What follows belongs to an exercise in optimizing a design on an open flow for small area and a short achievable clock period; a production flow would make more cautious choices.
In this exercise RTL edits were held to simulation tests only and were not proved equivalent to the original.
Power and IR drop assume default switching activity.

==> flow/design.v, too long to show whole: its modules and the start of the top module <==
// module gx_cmac: 173 lines
// module cmac_tree: 1655 lines
// module cmac_acc: 487 lines
// module cmac_nar_a: 202 lines
// module cmac_nar_b: 24 lines
// module cmac_pp: 3 lines
// module cmac_pp0: 3 lines
// module cmac_pps: 3 lines
// module cmac_fa: 4 lines
// module cmac_ha: 4 lines
// module cmac_gp: 4 lines
// module cmac_g: 3 lines
module gx_cmac (
    input  wire        clk,
    input  wire        rst,          
    input  wire        in_valid,
    input  wire        in_first,     
    input  wire        in_last,      
    input  wire        in_conj,      
    input  wire        in_sat,       
    input  wire [1:0]  in_mode,      
    input  wire [5:0]  in_shift,     
    input  wire [39:0] in_a,         
    input  wire [39:0] in_c,         
    output reg         out_valid,
    output reg  [19:0] out_re,
    output reg  [19:0] out_im,
    output reg         out_ov        
);
  // ...
==> flow/flow/run.sh <==
#!/bin/bash
# Layout: standard synthesis; every combinational cell set to drive strength 1; then the
# standard ORFS layout with timing repair aimed below the clock period (SETUP_SLACK_MARGIN).
set -euo pipefail
MARGIN=$(cat flow/margin.txt)
RES=orfs/results/$FLOW_PLATFORM/gx_cmac/base
bash standard.sh "$PWD/$RES/1_2_yosys.v" > synth.log 2>&1
python3 flow/downsize.py "$RES/1_2_yosys.v" "$FLOW_HOME/platforms/$FLOW_PLATFORM/lib/sky130_fd_sc_hd__tt_025C_1v80.lib" > downsize.log 2>&1
bash standard.sh SETUP_SLACK_MARGIN=$MARGIN finish > layout.log 2>&1
==> flow/flow/downsize.py <==
#!/usr/bin/env python3
"""Set every combinational cell of a synthesized netlist to its drive-strength-1 variant
(same function and pins); flip-flops are left as they are. Timing repair later sizes
cells up again where the layout needs it."""
import re, sys

net, lib = sys.argv[1], sys.argv[2]
names = set(re.findall(r'cell\s*\(\s*"?(sky130_fd_sc_hd__\w+)"?\s*\)', open(lib).read()))
keep = ('df', 'dl', 'sdf', 'edf', 'conb', 'clk', 'tap', 'fill', 'decap', 'diode')
src = open(net).read()
count = {}

def sub(m):
    cell = m.group(1)
    base, size = m.group(2), m.group(3)
    if size == '1' or base.startswith(keep):
        return m.group(0)
    small = f"sky130_fd_sc_hd__{base}_1"
    if small not in names:
        return m.group(0)
    count[cell] = count.get(cell, 0) + 1
    return m.group(0).replace(cell, small, 1)

out = re.sub(r'(?m)^(\s*)(?=sky130)', r'\1', src)
out = re.sub(r'(sky130_fd_sc_hd__([a-z0-9]+(?:_[a-z0-9]+)*?)_(\d+))(?=\s+\S+\s*\()', sub, src)
open(net, 'w').write(out)
for k, v in sorted(count.items()):
    print(f"{k}: {v}")
print("resized", sum(count.values()))
==> flow/flow/margin.txt <==
6.5
==> flow/standard.sh <==
#!/bin/bash
# synth_recipe.tcl (not shown) runs the flow's synth.tcl, then flattens the netlist and writes it again
# the make line also repeats each setting of config.mk as NAME=value (left out here)
make -C /OpenROAD-flow-scripts/flow DESIGN_CONFIG=/design/flow/config.mk WORK_HOME=/design/flow/orfs CLKGATE_MAP_FILE= SYNTH_SCRIPT=/design/flow/synth_recipe.tcl "${@:-finish}"
==> flow/config.mk <==
export PLATFORM = sky130hd
export DESIGN_NAME = gx_cmac
export DESIGN_NICKNAME = gx_cmac
export VERILOG_FILES = /design/flow/design.v
export SDC_FILE = /design/flow/constraint.sdc
export NUM_CORES = 4
export LEC_CHECK = 0
export CAP_MARGIN = 20
export CORE_MARGIN = 2
export CORE_UTILIZATION = 40
export SLEW_MARGIN = 20
export SYNTH_HIERARCHICAL = 1
==> flow/constraint.sdc <==
create_clock -name core_clock -period 11.0 [get_ports {clk}]
set_input_delay 2.2000 -clock core_clock [delete_from_list [all_inputs] [get_ports {clk}]]
set_output_delay 2.2000 -clock core_clock [all_outputs]
set_load 0.01 [all_outputs]
==> flow_summary.json, run 1 <==
{
  "tap_cells": 1917,
  "antenna_found_initial": 3,
  "dpl.cell_count": 7545,
  "grt_pass1_vias": 50900,
  "status": "finished clean",
  "vias": 49500,
  "first_iter_violations": 6909,
  "seq_area_frac": 0.156,
  "slowest_stage": "buf_4",
  "cts_setup_buffers": 1,
  "critical-path-top-delay-family": "adder cells",
  "dp_slack_ps": 6210,
  "signal_buffers": 273,
  "pg_clk_mw": 2.12,
  "layout.nets": 6759,
  "p_per_area_nw_per_um2": 389,
  "cp_common_cell": "fa_1",
  "top_layer": "met5",
  "multi_input_area_share": 0.721,
  "path_cells": "buf_4 > a22oi_1 > xnor2_1 > fa_1 > fa_1 > fa_1 > fa_1 > fa_1 > fa_1",
  "die_y_um": 386,
  "fin_crit_sh": 0.407,
  "p_leak_nw": 25.5,
  "power_mw": 25.1,
  "register_area_sq_um": 10000,
  "antenna_cells": 0
}
==> run 2: changes to the inputs <==
==> flow/flow/run.sh (replaced) <==
#!/bin/bash
# Layout: standard synthesis; every combinational cell set to drive strength 1; then the
# standard ORFS layout, with port buffers of buf_1 and timing repair aimed below the clock
# period (SETUP_SLACK_MARGIN, from flow/margin.txt).
set -euo pipefail
MARGIN=$(cat flow/margin.txt)
RES=orfs/results/$FLOW_PLATFORM/gx_cmac/base
bash standard.sh "$PWD/$RES/1_2_yosys.v" > synth.log 2>&1
python3 flow/downsize.py "$RES/1_2_yosys.v" "$FLOW_HOME/platforms/$FLOW_PLATFORM/lib/sky130_fd_sc_hd__tt_025C_1v80.lib" > downsize.log 2>&1
bash standard.sh SETUP_SLACK_MARGIN=$MARGIN "BUFFER_PORTS_ARGS=-buffer_cell sky130_fd_sc_hd__buf_1" finish > layout.log 2>&1
==> flow/flow/margin.txt (replaced) <==
7.0
--- a/flow/config.mk
+++ b/flow/config.mk
@@ -7,6 +7,6 @@
 export LEC_CHECK = 0
 export CAP_MARGIN = 20
 export CORE_MARGIN = 2
-export CORE_UTILIZATION = 40
+export CORE_UTILIZATION = 55
 export SLEW_MARGIN = 20
 export SYNTH_HIERARCHICAL = 1
==> run 2 against run 1 <==
Compared with the run above: the flow now stops in global routing (5_1_grt); synthesized cell count unchanged; area after synthesis unchanged.
==> flow_summary.json, run 2 <==
{
  "initial_utilization": 0.554,
  "die_y_um": 330,
  "dpl.hpwl_um": 138000,
  "clk_path_buf_depth": 3,
  "haltStage": "global routing (5_1_grt)",
  "cts_buffers": 57,
  "dp_slack_ps": 5790,
  "row_count": 119,
  "status": "aborted with a tool error",
  "place.gp.congestion": 0.931,
  "postSynthAreaPerCell_sq_um": 10.3,
  "htree_levels": 2,
  "dpl.cell_count": 6934,
  "port_buffers": 136,
  "synth_fp_nets": 6764,
  "synthCells": 5695,
  "first-error": "[ERROR GRT-0232] Routing congestion too high. Check the congestion heatmap in the GUI.",
  "die_w_um": 330,
  "netlist_area_sq_um": 58400,
  "clk_root_buffer_cell": "clkbuf_16",
  "yosys_warnings": 8,
  "grt_max_degree": 81,
  "ios": 137
}
[run 2: how the worst max path moves through the flow]
stage | start | cells past startpoint | endpoint | slack (ps)
after floorplan | a_im[6]$_DFF_P_ | 9 | cs_im2[24]$_DFF_P_ | 7000
after global placement | ovs_re$_DFF_P_ | 16 | acc_ov$_DFF_P_ | 5910
after detailed placement | ovs_re$_DFF_P_ | 16 | acc_ov$_DFF_P_ | 5790
after CTS | a_im[16]$_DFF_P_ | 9 | cs_im2[24]$_DFF_P_ | 6910
[run 2: stage by stage]
step	cell area (sq um)	util	hold WS [ps]
2_1_floorplan	58800	-	310
3_3_place_gp	60200	0.571	310
4_1_cts	68800	0.653	326
3_5_place_dp	60200	0.571	312
[run 2: timing repair]
action | CTS
resized for setup | 217
pin swaps | 77
setup endpoints to repair | 124
hold buffers | 0
setup buffers | 307
gates cloned | 26
[run 2: power groups by stage]
stage               Clock, mW  Sequential, mW  Combinational (mW)
detailed placement          0            4.01                20.6
floorplan                   0            3.59                15.3
CTS                      2.03            3.72                21.8
global placement            0            4.01                20.2
==> run 3: changes to the inputs <==
==> flow/flow/margin.txt (replaced) <==
6.5
--- a/flow/config.mk
+++ b/flow/config.mk
@@ -7,6 +7,6 @@
 export LEC_CHECK = 0
 export CAP_MARGIN = 20
 export CORE_MARGIN = 2
-export CORE_UTILIZATION = 55
+export CORE_UTILIZATION = 40
 export SLEW_MARGIN = 20
 export SYNTH_HIERARCHICAL = 1
==> run 3 against run 2 <==
Compared with the run above: the run now finishes clean; synthesized cell count unchanged; area after synthesis unchanged.
==> flow_summary.json, run 3 <==
{
  "crit_type": "reg2reg",
  "mostFrequentLayoutCell": "xnor2_1",
  "rsz0062_at_grt": "no",
  "clkTransAtPathRegs_ps": 60,
  "htree_levels": 2,
  "yosys_warnings": 8,
  "clk_root_buffer_cell": "clkbuf_16",
  "row_count": 140,
  "place.gp.congestion": 0.913,
  "antenna_found_initial": 6,
  "netlist_area_sq_um": 58400,
  "die_w_um": 386,
  "layout.nets": 6758,
  "synth_fp_nets": 6764,
  "wl_per_cell_um": 28.9,
  "layout.cells.non_filler": 7661,
  "path_cells": "buf_6 > a22oi_1 > xnor2_1 > fa_1 > fa_1 > fa_1 > fa_1 > fa_1 > fa_1 > fa_1",
  "status": "finished clean",
  "dp_slack_ps": 6300,
  "ios": 137,
  "finalWorstSetupSlack_ps": 6500,
  "cp-end-kind": "register",
  "max_freq_mhz": 222,
  "p_leak_nw": 25.1,
  "final-setup-viol-count": 0,
  "startpoint_type": "register",
  "port_buffers": 136,
  "final_cell_mix": "xnor2_1, fa_1, a22oi_1",
  "initial_utilization": 0.402,
  "fin_crit_sh": 0.409,
  "crit_path_max_fanout": 40,
  "fillCellCount": 13900,
  "cts_buffers": 57,
  "critical_path.max_stage_delay_ps": 520,
  "multi_input_area_sq_um": 46500,
  "clk_path_buf_depth": 3,
  "drc": 0,
  "dpl.cell_count": 7546,
  "hold_class": "reg2reg",
  "vias": 49600,
  "postSynthAreaPerCell_sq_um": 10.3,
  "grt_max_degree": 102,
  "die_y_um": 386,
  "synthCells": 5695,
  "drive_above_1_share": 0.0478,
  "ant_nets": 0,
  "cts.sinks": 498,
  "register_area_sq_um": 10000,
  "layout_min_cycle_time_ps": 4500,
  "p_per_area_nw_per_um2": 392,
  "area_growth_pct": 8.73,
  "grt_overflow_total": 0,
  "avgViaCountPerCell": 6.47,
  "drt_pass1_iterations": 9,
  "cp_common_cell": "fa_1",
  "postRouteWirelength_um": 221000,
  "worst_clock_skew_ps": 29.3,
  "insertion_delay_ps": 700,
  "slowest_stage": "fa_1",
  "timing.max_cap.violations": 0,
  "grt_pass1_vias": 50700,
  "cp.required_ps": 11560,
  "worst_pin_slew_ps": 1140,
  "worst_ir_drop_vdd_mv": 0.333,
  "top_regs": "acc_raw_im: 48 flops, acc_raw_re: 48 flops",
  "design.core.area_sq_um": 145000,
  "first_iter_violations": 6726,
  "tritoncts": "done",
  "slew_headroom": 0.235,
  "cp.arrival_ps": 5070,
  "dieArea_sq_um": 149000,
  "hold_viol": 0,
  "tns_ps": 0,
  "grt_usage": 0.290,
  "final_max_slew_viol_count": 0,
  "grt_pass1_wl_um": 326000,
  "dpl.hpwl_um": 139000
}
-- run 3: where the power goes --
| group | switching (mW) | leakage [nW] | internal [mW] | total [mW] |
|---|---|---|---|---|
| sequential | 0.680 | 4.20 | 2.99 | 3.67 |
| clock | 0.901 | 0.979 | 1.20 | 2.10 |
| combinational | 10.6 | 19.9 | 8.54 | 19.1 |
| total | 12.2 | 25.1 | 12.7 | 24.9 |
-- run 3: final timing paths --
path	start	to	slack, ps	cells past startpoint
worst max-delay path	a_im[15]$_DFF_P_	cs_im2[22]$_DFF_P_	6500	10
worst min-delay path	s1_shift[4]$_DFF_P_	s2_shift[4]$_DFF_P_	310	0
worst max register to register	a_im[15]$_DFF_P_	cs_im2[22]$_DFF_P_	6500	10
worst min register to register	s1_shift[4]$_DFF_P_	s2_shift[4]$_DFF_P_	310	0
-- run 3: layout make-up --
class,instances,share of cell area
Tap cell,1917,0.0377
Timing Repair Buffer,271,0.0288
Multi-Input combinational cell,4670,0.732
Antenna cell,6,0.000236
Sequential cell,498,0.158
Clock inverter,43,0.00843
Clock buffer,65,0.0239
Inverter,191,0.0113
-- run 3: layer usage --
layer  routed length, um  vias to the layer above  GRT usage
li1                    -                    20300          -
met1               88000                    24500      0.387
met2               93300                     3823      0.430
met3               27500                      904     0.0849
met4               12200                        6      0.140
met5                  37                        -    0.00195
-- run 3: repair_timing --
item	CTS	global route
resized for setup	27	63
hold buffers	0	0
buffers inserted	1	0
endpoints found under the setup margin	38	38
endpoints found under the hold margin	0	0
-- run 3: stage by stage --
stage                     hold slack [ps]  utilization  power (mW)  area (sq um)
after floorplan                       310            -        18.9         58500
final                                 315        0.437        24.9         63500
after detailed placement              313        0.421        22.5         61200
after global placement                311        0.421        22.0         61200
after CTS                             316        0.436        24.7         63300
after global routing                  324        0.437        27.2         63500
-- run 3: worst max-delay path, delay by kind of cell, from the launching register on --
kind | cells | cell delay [ps]
compound gates | 1 | 220
xor+xnor | 1 | 210
fa+ha+maj | 7 | 3130
buf+inv | 1 | 450
flops | 1 | 320
==> module gx_cmac, before the edit <==
module gx_cmac (
    input  wire        clk,
    input  wire        rst,          
    input  wire        in_valid,
    input  wire        in_first,     
    input  wire        in_last,      
    input  wire        in_conj,      
    input  wire        in_sat,       
    input  wire [1:0]  in_mode,      
    input  wire [5:0]  in_shift,     
    input  wire [39:0] in_a,         
    input  wire [39:0] in_c,         
    output reg         out_valid,
    output reg  [19:0] out_re,
    output reg  [19:0] out_im,
    output reg         out_ov        
);
    wire [19:0] cr_v = in_valid ? in_c[19:0]  : 20'd0;
    wire [19:0] ci_v = in_valid ? in_c[39:20] : 20'd0;
    wire [20:0] cre_x = {cr_v, 1'b0};
    wire [20:0] cim_x = {ci_v, 1'b0};
    wire [9:0]  e_br_one, e_br_two, e_bi_one, e_bi_two;
    genvar g;
    generate
        for (g = 0; g < 10; g = g + 1) begin : booth
            assign e_br_one[g] = cre_x[2*g+1] ^ cre_x[2*g];
            assign e_br_two[g] = (cre_x[2*g+2] & ~cre_x[2*g+1] & ~cre_x[2*g]) |
                                 (~cre_x[2*g+2] & cre_x[2*g+1] & cre_x[2*g]);
            assign e_bi_one[g] = cim_x[2*g+1] ^ cim_x[2*g];
            assign e_bi_two[g] = (cim_x[2*g+2] & ~cim_x[2*g+1] & ~cim_x[2*g]) |
                                 (~cim_x[2*g+2] & cim_x[2*g+1] & cim_x[2*g]);
        end
    endgenerate
    reg        s0_vlast, s0_first, s0_sat;
    reg [1:0]  s0_mode;
    reg [5:0]  s0_shift;
    reg [19:0] a_re, a_im;
    reg [9:0]  br_one, br_two, br_neg, bi_one, bi_two, ni_re, ni_im;
    always @(posedge clk) begin
        if (rst)
            s0_vlast <= 1'b0;
        else
            s0_vlast <= in_valid & in_last;
        s0_first <= in_valid & in_first;
        s0_sat   <= in_sat;
        s0_mode  <= in_mode;
        s0_shift <= in_shift;
        a_re     <= in_a[19:0];
        a_im     <= in_a[39:20];
        br_one   <= e_br_one;
        br_two   <= e_br_two;
        br_neg   <= {cr_v[19], cr_v[17], cr_v[15], cr_v[13], cr_v[11], cr_v[9], cr_v[7], cr_v[5], cr_v[3], cr_v[1]};
        bi_one   <= e_bi_one;
        bi_two   <= e_bi_two;
        ni_re    <= {ci_v[19], ci_v[17], ci_v[15], ci_v[13], ci_v[11], ci_v[9], ci_v[7], ci_v[5], ci_v[3], ci_v[1]} ^ {10{~in_conj}};
        ni_im    <= {ci_v[19], ci_v[17], ci_v[15], ci_v[13], ci_v[11], ci_v[9], ci_v[7], ci_v[5], ci_v[3], ci_v[1]} ^ {10{in_conj}};
    end
    wire [48:0] t_re1, t_re2, t_im1, t_im2;
    cmac_tree u_tree_re (.m0(a_re), .m1(a_im), .p_one(br_one), .p_two(br_two), .p_neg(br_neg),
                         .q_one(bi_one), .q_two(bi_two), .q_neg(ni_re), .r1(t_re1), .r2(t_re2));
    cmac_tree u_tree_im (.m0(a_im), .m1(a_re), .p_one(br_one), .p_two(br_two), .p_neg(br_neg),
                         .q_one(bi_one), .q_two(bi_two), .q_neg(ni_im), .r1(t_im1), .r2(t_im2));
    reg [39:0] cs_re1;
    always @(posedge clk) begin
        cs_re1[39:0] <= t_re1[39:0];
    end
    reg [39:0] cs_re2;
    always @(posedge clk) begin
        cs_re2[39:0] <= t_re2[39:0];
    end
    reg [39:0] cs_im1;
    always @(posedge clk) begin
        cs_im1[39:0] <= t_im1[39:0];
    end
    reg [39:0] cs_im2;
    always @(posedge clk) begin
        cs_im2[39:0] <= t_im2[39:0];
    end
    wire [48:0] r_re1 = {1'b1, 1'b1, 1'b1, 1'b1, 1'b1, 1'b1, 1'b1, 1'b1, 1'b1, cs_re1[39], cs_re1[38], cs_re1[37], cs_re1[36], cs_re1[35], cs_re1[34], cs_re1[33], cs_re1[32], cs_re1[31], cs_re1[30], cs_re1[29], cs_re1[28], cs_re1[27], cs_re1[26], cs_re1[25], cs_re1[24], cs_re1[23], cs_re1[22], cs_re1[21], cs_re1[20], cs_re1[19], cs_re1[18], cs_re1[17], cs_re1[16], cs_re1[15], cs_re1[14], cs_re1[13], cs_re1[12], cs_re1[11], cs_re1[10], cs_re1[9], cs_re1[8], cs_re1[7], cs_re1[6], cs_re1[5], cs_re1[4], cs_re1[3], cs_re1[2], cs_re1[1], cs_re1[0]};
    wire [48:0] r_re2 = {1'b0, 1'b0, 1'b0, 1'b0, 1'b0, 1'b0, 1'b0, 1'b0, 1'b0, cs_re2[39], cs_re2[38], cs_re2[37], cs_re2[36], cs_re2[35], cs_re2[34], cs_re2[33], cs_re2[32], cs_re2[31], cs_re2[30], cs_re2[29], cs_re2[28], cs_re2[27], cs_re2[26], cs_re2[25], cs_re2[24], cs_re2[23], cs_re2[22], cs_re2[21], cs_re2[20], cs_re2[19], cs_re2[18], cs_re2[17], cs_re2[16], cs_re2[15], cs_re2[14], cs_re2[13], cs_re2[12], cs_re2[11], cs_re2[10], cs_re2[9], cs_re2[8], cs_re2[7], cs_re2[6], cs_re2[5], cs_re2[4], cs_re2[3], cs_re2[2], cs_re2[1], cs_re2[0]};
    wire [48:0] r_im1 = {1'b1, 1'b1, 1'b1, 1'b1, 1'b1, 1'b1, 1'b1, 1'b1, 1'b1, cs_im1[39], cs_im1[38], cs_im1[37], cs_im1[36], cs_im1[35], cs_im1[34], cs_im1[33], cs_im1[32], cs_im1[31], cs_im1[30], cs_im1[29], cs_im1[28], cs_im1[27], cs_im1[26], cs_im1[25], cs_im1[24], cs_im1[23], cs_im1[22], cs_im1[21], cs_im1[20], cs_im1[19], cs_im1[18], cs_im1[17], cs_im1[16], cs_im1[15], cs_im1[14], cs_im1[13], cs_im1[12], cs_im1[11], cs_im1[10], cs_im1[9], cs_im1[8], cs_im1[7], cs_im1[6], cs_im1[5], cs_im1[4], cs_im1[3], cs_im1[2], cs_im1[1], cs_im1[0]};
    wire [48:0] r_im2 = {1'b0, 1'b0, 1'b0, 1'b0, 1'b0, 1'b0, 1'b0, 1'b0, 1'b0, cs_im2[39], cs_im2[38], cs_im2[37], cs_im2[36], cs_im2[35], cs_im2[34], cs_im2[33], cs_im2[32], cs_im2[31], cs_im2[30], cs_im2[29], cs_im2[28], cs_im2[27], cs_im2[26], cs_im2[25], cs_im2[24], cs_im2[23], cs_im2[22], cs_im2[21], cs_im2[20], cs_im2[19], cs_im2[18], cs_im2[17], cs_im2[16], cs_im2[15], cs_im2[14], cs_im2[13], cs_im2[12], cs_im2[11], cs_im2[10], cs_im2[9], cs_im2[8], cs_im2[7], cs_im2[6], cs_im2[5], cs_im2[4], cs_im2[3], cs_im2[2], cs_im2[1], cs_im2[0]};
    reg        s1_vlast, s1_first, s1_sat;
    reg [1:0]  s1_mode;
    reg [5:0]  s1_shift;
    always @(posedge clk) begin
        if (rst)
            s1_vlast <= 1'b0;
        else
            s1_vlast <= s0_vlast;
        s1_first <= s0_first;
        s1_sat   <= s0_sat;
        s1_mode  <= s0_mode;
        s1_shift <= s0_shift;
    end
    reg  [47:0] acc_raw_re, acc_raw_im;
    reg         ovs_re, ovs_im, sg_re, sg_im;
    reg         acc_ov;
    wire [48:0] sum_re, sum_im;      
    wire        sgn_re, sgn_im;      
    wire [47:0] acc_re = ovs_re ? {sg_re, {47{~sg_re}}} : acc_raw_re;
    wire [47:0] acc_im = ovs_im ? {sg_im, {47{~sg_im}}} : acc_raw_im;
    cmac_acc u_acc_re (.acc(acc_raw_re), .ovs(ovs_re), .sg(sg_re), .first(s1_first), .r1(r_re1), .r2(r_re2),
                       .sum(sum_re), .sgn(sgn_re));
    cmac_acc u_acc_im (.acc(acc_raw_im), .ovs(ovs_im), .sg(sg_im), .first(s1_first), .r1(r_im1), .r2(r_im2),
                       .sum(sum_im), .sgn(sgn_im));
    reg        s2_vlast, s2_sat;
    reg [1:0]  s2_mode;
    reg [5:0]  s2_shift;
    always @(posedge clk) begin
        if (rst)
            s2_vlast <= 1'b0;
        else
            s2_vlast <= s1_vlast;
        acc_raw_re <= sum_re[47:0];
        acc_raw_im <= sum_im[47:0];
        ovs_re     <= sum_re[48] & s1_sat;
        ovs_im     <= sum_im[48] & s1_sat;
        sg_re      <= sgn_re;
        sg_im      <= sgn_im;
        acc_ov     <= (s1_first ? 1'b0 : acc_ov) | sum_re[48] | sum_im[48];
        s2_sat   <= s1_sat;
        s2_mode  <= s1_mode;
        s2_shift <= s1_shift;
    end
    wire [47:0] th;
    generate
        for (g = 0; g < 48; g = g + 1) begin : therm
            assign th[g] = (s2_shift > g);
        end
    endgenerate
    wire [19:0] h_q_re, h_q_im;
    wire        h_rb_re, h_rb_im, h_st_re, h_st_im, h_fit_re, h_fit_im;
    cmac_nar_a u_na_re (.x(acc_re), .s(s2_shift), .th(th), .q(h_q_re), .rb(h_rb_re), .st(h_st_re), .fits(h_fit_re));
    cmac_nar_a u_na_im (.x(acc_im), .s(s2_shift), .th(th), .q(h_q_im), .rb(h_rb_im), .st(h_st_im), .fits(h_fit_im));
    reg        s3_vlast, s3_sat, s3_ov;
    reg [1:0]  s3_mode;
    reg [19:0] n_q_re, n_q_im;
    reg        n_rb_re, n_rb_im, n_st_re, n_st_im, n_fit_re, n_fit_im, n_sg_re, n_sg_im;
    always @(posedge clk) begin
        if (rst)
            s3_vlast <= 1'b0;
        else
            s3_vlast <= s2_vlast;
        s3_sat   <= s2_sat;
        s3_mode  <= s2_mode;
        s3_ov    <= acc_ov;
        n_q_re   <= h_q_re;
        n_q_im   <= h_q_im;
        n_rb_re  <= h_rb_re;
        n_rb_im  <= h_rb_im;
        n_st_re  <= h_st_re;
        n_st_im  <= h_st_im;
        n_fit_re <= h_fit_re;
        n_fit_im <= h_fit_im;
        n_sg_re  <= acc_re[47];
        n_sg_im  <= acc_im[47];
    end
    wire [20:0] n_re, n_im;          
    cmac_nar_b u_nb_re (.q(n_q_re), .rb(n_rb_re), .st(n_st_re), .fits(n_fit_re), .sg(n_sg_re),
                        .mode(s3_mode), .sat(s3_sat), .n(n_re));
    cmac_nar_b u_nb_im (.q(n_q_im), .rb(n_rb_im), .st(n_st_im), .fits(n_fit_im), .sg(n_sg_im),
                        .mode(s3_mode), .sat(s3_sat), .n(n_im));
    always @(posedge clk) begin
        if (rst)
            out_valid <= 1'b0;
        else
            out_valid <= s3_vlast;
        out_re <= n_re[19:0];
        out_im <= n_im[19:0];
        out_ov <= s3_ov | n_re[20] | n_im[20];
    end
endmodule
==> run 4: changes to the inputs <==
--- a/flow/design.v
+++ b/flow/design.v
@@ -17,6 +17,7 @@
 );
     wire [19:0] cr_v = in_valid ? in_c[19:0]  : 20'd0;
     wire [19:0] ci_v = in_valid ? in_c[39:20] : 20'd0;
+    wire        conj_v = in_valid & in_conj;
     wire [20:0] cre_x = {cr_v, 1'b0};
     wire [20:0] cim_x = {ci_v, 1'b0};
     wire [9:0]  e_br_one, e_br_two, e_bi_one, e_bi_two;
@@ -52,8 +53,8 @@
         br_neg   <= {cr_v[19], cr_v[17], cr_v[15], cr_v[13], cr_v[11], cr_v[9], cr_v[7], cr_v[5], cr_v[3], cr_v[1]};
         bi_one   <= e_bi_one;
         bi_two   <= e_bi_two;
-        ni_re    <= {ci_v[19], ci_v[17], ci_v[15], ci_v[13], ci_v[11], ci_v[9], ci_v[7], ci_v[5], ci_v[3], ci_v[1]} ^ {10{~in_conj}};
-        ni_im    <= {ci_v[19], ci_v[17], ci_v[15], ci_v[13], ci_v[11], ci_v[9], ci_v[7], ci_v[5], ci_v[3], ci_v[1]} ^ {10{in_conj}};
+        ni_re    <= {ci_v[19], ci_v[17], ci_v[15], ci_v[13], ci_v[11], ci_v[9], ci_v[7], ci_v[5], ci_v[3], ci_v[1]} ^ {10{~conj_v}};
+        ni_im    <= {ci_v[19], ci_v[17], ci_v[15], ci_v[13], ci_v[11], ci_v[9], ci_v[7], ci_v[5], ci_v[3], ci_v[1]} ^ {10{conj_v}};
     end
     wire [48:0] t_re1, t_re2, t_im1, t_im2;
     cmac_tree u_tree_re (.m0(a_re), .m1(a_im), .p_one(br_one), .p_two(br_two), .p_neg(br_neg),
==> flow/flow/margin.txt (replaced) <==
6.8
==> run 4 against run 3 <==
Compared with the run above: critical path type unchanged; worst hold slack improved by 3.7 ps; largest power group unchanged; clock-buffer cell count rose by 10; critical endpoint is now cs_re2[17]$_DFF_P_; highest routed layer unchanged; still clean on timing, DRC and antenna; largest cell class unchanged; utilization up 1.8 points; sequential cell count did not move.
==> flow_summary.json, run 4 <==
{
  "status": "finished clean",
  "grt_pass1_wl_um": 336000,
  "synth_fp_nets": 6766,
  "final_cell_mix": "xnor2_1, fa_1, a22oi_1",
  "drive_above_1_share": 0.0725,
  "cp.arrival_ps": 4790,
  "wl_per_cell_um": 31.4,
  "crit_path_max_fanout": 40,
  "yosys_warnings": 8,
  "finalWorstSetupSlack_ps": 6780,
  "htree_levels": 2,
  "row_count": 140,
  "design.core.area_sq_um": 145000,
  "fin_crit_sh": 0.384,
  "postRouteWirelength_um": 243000,
  "netlist_area_sq_um": 58400,
  "final_max_slew_viol_count": 0,
  "insertion_delay_ps": 720,
  "antenna_found_initial": 12,
  "layout_min_cycle_time_ps": 4220,
  "min_path_cells": 0,
  "path_buf_inv": 1,
  "worst_pin_slew_ps": 1160,
  "path_cells": "buf_12 > a22oi_1 > xnor2_1 > fa_1 > fa_1 > fa_1 > fa_1 > fa_1 > fa_1",
  "tns_ps": 0,
  "layout.nets": 6827,
  "critical_path.max_stage_delay_ps": 580,
  "postSynthAreaPerCell_sq_um": 10.3,
  "dpl.hpwl_um": 139000,
  "ant_nets": 0,
  "ios": 137,
  "slowest_stage": "fa_1",
  "cp.required_ps": 11570,
  "rsz0062_at_grt": "yes",
  "worst_ir_drop_vdd_mv": 0.326,
  "dp_slack_ps": 6280,
  "slew_headroom": 0.221,
  "synthCells": 5697,
  "startpoint_type": "register",
  "cp.depth": 9,
  "clk_root_buffer_cell": "clkbuf_16",
  "mostFrequentLayoutCell": "xnor2_1",
  "first_iter_violations": 7912,
  "port_buffers": 136,
  "cts_buffers": 58,
  "final-setup-viol-count": 0,
  "holdBufCountCts": 0,
  "grt_overflow_total": 0,
  "fillCellCount": 13500,
  "initial_utilization": 0.402,
  "drc": 0,
  "rr_worst_depth": 9,
  "clk_path_buf_depth": 3,
  "die_y_um": 386,
  "drt_pass1_iterations": 11,
  "grt_usage": 0.300,
  "cp-end-kind": "register",
  "hold_viol": 0,
  "avgViaCountPerCell": 6.60,
  "area_growth_pct": 13.2,
  "max_freq_mhz": 237,
  "worst_clock_skew_ps": 63.1,
  "critical-path-top-delay-family": "adder cells",
  "vias": 51000,
  "timing.max_cap.violations": 0,
  "hold_class": "reg2reg",
  "cts.sinks": 498,
  "place.gp.congestion": 0.934,
  "clkTransAtPathRegs_ps": 60,
  "p_per_area_nw_per_um2": 371,
  "grt_max_degree": 102,
  "die_w_um": 386,
  "crit_type": "reg2reg",
  "tritoncts": "done",
  "grt_pass1_vias": 51300,
  "cp_common_cell": "fa_1",
  "top_regs": "acc_raw_im: 48 flops, acc_raw_re: 48 flops",
  "dieArea_sq_um": 149000,
  "p_leak_nw": 26.2
}
==> run 4: layer usage <==
metal | wire, um | vias up | global-route usage
met1 | 91800 | 25200 | 0.391
met4 | 18100 | 22 | 0.147
met5 | 651 | - | 0.00162
met2 | 99800 | 4094 | 0.453
li1 | - | 20500 | -
met3 | 32600 | 1224 | 0.0909
==> run 4: worst paths after layout <==
check	to	slack (ps)	startpoint
max reg2reg	cs_re2[17]$_DFF_P_	6780	a_re[10]$_DFF_P_
min	s2_shift[3]$_DFF_P_	320	s1_shift[3]$_DFF_P_
min reg2reg	s2_shift[3]$_DFF_P_	320	s1_shift[3]$_DFF_P_
max	cs_re2[17]$_DFF_P_	6780	a_re[10]$_DFF_P_
==> run 4: what timing repair did <==
item / CTS / global route
setup buffers: 22 / 30
pin swaps: 0 / 4
cloned: 6 / 34
gates resized for setup: 165 / 122
setup endpoints to repair: 68 / 56
==> run 4: per-stage QoR <==
step                      instance area, sq um  hold slack (ps)  total power, mW  utilization  std cells
final                                    66100              318             24.5        0.455       7728
after detailed placement                 61100              312             21.7        0.420       7523
after global placement                   61100              310             21.3        0.420       7523
after floorplan                          58600              310             18.0            -       5697
after global routing                     66100              322             26.6        0.455       7725
after CTS                                64400              315             24.1        0.443       7660
==> run 4: cell type report <==
cell class                      count  area [sq um]  share of cell area
Multi-Input combinational cell   4675         46600               0.704
Sequential cell                   498         10200               0.155
Clock buffer                       75          1670              0.0252
Antenna cell                        4          10.0            0.000151
Tap cell                         1917          2400              0.0363
Inverter                          191           717              0.0108
Timing Repair Buffer              334          4080              0.0616
Clock inverter                     34           443             0.00670
==> run 4: power by group <==
group,switching [mW],internal (mW)
clock network,0.889,1.27
registers,0.749,2.94
logic,10.4,8.31
==> run 5: changes to the inputs <==
--- a/flow/config.mk
+++ b/flow/config.mk
@@ -8,5 +8,6 @@
 export CAP_MARGIN = 20
 export CORE_MARGIN = 2
 export CORE_UTILIZATION = 40
+export CTS_BUF_LIST = sky130_fd_sc_hd__clkbuf_4 sky130_fd_sc_hd__clkbuf_8
 export SLEW_MARGIN = 20
 export SYNTH_HIERARCHICAL = 1
==> run 5 against run 4 <==
Compared with the run above: still clean on timing, DRC and antenna; clock skew about the same; sequential share of layout area about the same; global-route usage about the same; clock power about the same; worst hold slack got worse by 8.2 ps; clock-buffer cell count increased by 60; critical path type unchanged.
==> flow_summary.json, run 5 <==
{
  "vias": 51300,
  "yosys_warnings": 8,
  "synthCells": 5697,
  "cts.sinks": 498,
  "clk_root_buffer_cell": "clkbuf_8",
  "cp.arrival_ps": 5000,
  "layout.nets": 6865,
  "grt_usage": 0.301,
  "initial_utilization": 0.402,
  "top_regs": "acc_raw_im: 48 flops, acc_raw_re: 48 flops",
  "postRouteWirelength_um": 244000,
  "wl_per_cell_um": 31.2,
  "htree_levels": 3,
  "grt_max_degree": 102,
  "hold_viol": 0,
  "wl_met2_um": 100000,
  "grt_overflow_total": 0,
  "worst_pin_slew_ps": 1150,
  "fillCellCount": 13600,
  "grt_pass1_vias": 51600,
  "max_freq_mhz": 235,
  "startpoint_type": "register",
  "final_cell_mix": "xnor2_1, fa_1, a22oi_1",
  "cts_buffers": 91,
  "fin_crit_sh": 0.387,
  "die_y_um": 386,
  "row_count": 140,
  "hold_class": "reg2reg",
  "crit_type": "reg2reg",
  "met3_length_um": 33200,
  "p_per_area_nw_per_um2": 369,
  "clk_path_buf_depth": 3,
  "antenna_found_initial": 8,
  "register_area_sq_um": 10200,
  "grt_pass1_wl_um": 335000,
  "cp-end-kind": "register",
  "tritoncts": "done",
  "drt_pass1_iterations": 11,
  "netlist_area_sq_um": 58400,
  "synth_fp_nets": 6766,
  "cp.required_ps": 11750,
  "slew_headroom": 0.231,
  "worst_ir_drop_vdd_mv": 0.254,
  "tns_ps": 0,
  "hold_ws_ps": 310,
  "dpl.hpwl_um": 139000,
  "avgViaCountPerCell": 6.58,
  "mostFrequentLayoutCell": "xnor2_1",
  "timing.max_cap.violations": 0,
  "fin_util": 0.456,
  "status": "finished clean",
  "area_growth_pct": 13.6,
  "layout_min_cycle_time_ps": 4250,
  "power_mw": 24.5,
  "place.gp.congestion": 0.934,
  "p_leak_nw": 26.3,
  "ant_nets": 0,
  "clkTransAtPathRegs_ps": 70,
  "final-setup-viol-count": 0,
  "insertion_delay_ps": 880,
  "design.core.area_sq_um": 145000,
  "final_max_slew_viol_count": 0,
  "top_layer": "met5",
  "rsz0062_at_grt": "yes",
  "multi_input_area_sq_um": 46600,
  "ios": 137,
  "met1_length_um": 92200,
  "drc": 0,
  "die_w_um": 386,
  "first_iter_violations": 7935,
  "postSynthAreaPerCell_sq_um": 10.3,
  "worst_clock_skew_ps": 63.0,
  "dieArea_sq_um": 149000,
  "port_buffers": 136,
  "crit_path_max_fanout": 40,
  "drive_above_1_share": 0.0841
}
## run 5: cell types whose count changed in the layout (fill, tap and decap cells not counted), moves of 5 or more
cell,previous run,this run
clkbuf_8,10,119
clkbuf_4,0,19
clkbuf_16,92,37
clkbuf_1,5,0
diode_2,4,11
## run 5: timing repair
action                     4_1_cts  5_1_grt
hold buffers                     0        0
buffers inserted                22       32
pin swaps                        0        4
setup endpoints to repair       68       51
cloned                           4       39
resized for setup              164      133
## run 5: report_power, final
part / switching, mW / internal [mW]
registers: 0.751 / 2.94
logic: 10.4 / 8.32
clock network: 0.912 / 1.21
## run 5: layer usage
layer | vias to the layer above | global-route usage
met2 | 4227 | 0.451
met3 | 1229 | 0.0936
met4 | 10 | 0.147
met1 | 25300 | 0.392
li1 | 20600 | -
met5 | - | 0.00195
## run 5: layout make-up
type                    instances  share of cell area
repair buffers                340              0.0632
multi-input cells            4674               0.702
clock inverters                36             0.00662
diodes                         11            0.000415
clock buffers                 135              0.0262
flip-flops and latches        498               0.154
inverters                     191              0.0108
well taps                    1917              0.0361
## run 5: stage by stage
step / setup slack (ps) / cells / cell area (sq um)
final: 6750 / 7802 / 66400
after global routing: 6740 / 7796 / 66300
after CTS: 6750 / 7720 / 64400
after detailed placement: 6280 / 7523 / 61100
after global placement: 6260 / 7523 / 61100
after floorplan: 6810 / 5697 / 58600
## run 5: final timing paths
| kind | depth (start not counted) | startpoint | slack (ps) | to |
|---|---|---|---|---|
| setup / recovery | 9 | a_re[10]$_DFF_P_ | 6750 | cs_re2[17]$_DFF_P_ |
| hold / removal | 0 | s1_shift[3]$_DFF_P_ | 310 | s2_shift[3]$_DFF_P_ |
| setup reg to reg | 9 | a_re[10]$_DFF_P_ | 6750 | cs_re2[17]$_DFF_P_ |
| hold reg to reg | 0 | s1_shift[3]$_DFF_P_ | 310 | s2_shift[3]$_DFF_P_ |
## run 5: critical path, cell delays in order (launching register included)
cell     delay (ps)
dfxtp_2         340
buf_12          250
a22oi_1         210
xnor2_1         290
fa_1            480
fa_1            580
fa_1            460
fa_1            460
fa_1            520
fa_1            430

[separate check: timing with driven ports]
The flow's constraints put no driver on any port. The routed layouts listed below were extracted and timed again, unchanged, in two steps. Step 1 assumes that a clkbuf_16 drives the clock port and a buf_2 every other input. Step 2 moves the port delays by t, midway between the first and last clock arrival at a register: inputs arrive t later, outputs are due t later. That takes back most of the time a late clock gives input paths. a / b / c = ideal / step 1 / step 2; a / b = the first two.
run | t, ns | setup WS [ns] | hold slack, ns | clock arrival spread, ns | worst slew at a driven data input, ns
run 1 | 0.762 | 6.524 / 6.524 / 6.524 | 0.318 / 0.318 / 0.318 | 0.039 / 0.039 | 0.07
run 3 | 0.770 | 6.498 / 6.498 / 6.498 | 0.315 / 0.315 / 0.315 | 0.029 / 0.029 | 0.08
run 4 | 0.774 | 6.781 / 6.781 / 6.781 | 0.318 / 0.318 / 0.318 | 0.064 / 0.064 | 0.10
run 5 | 0.927 | 6.747 / 6.747 / 6.747 | 0.310 / 0.310 / 0.310 | 0.075 / 0.075 | 0.11
After both steps every run listed still meets setup and hold.
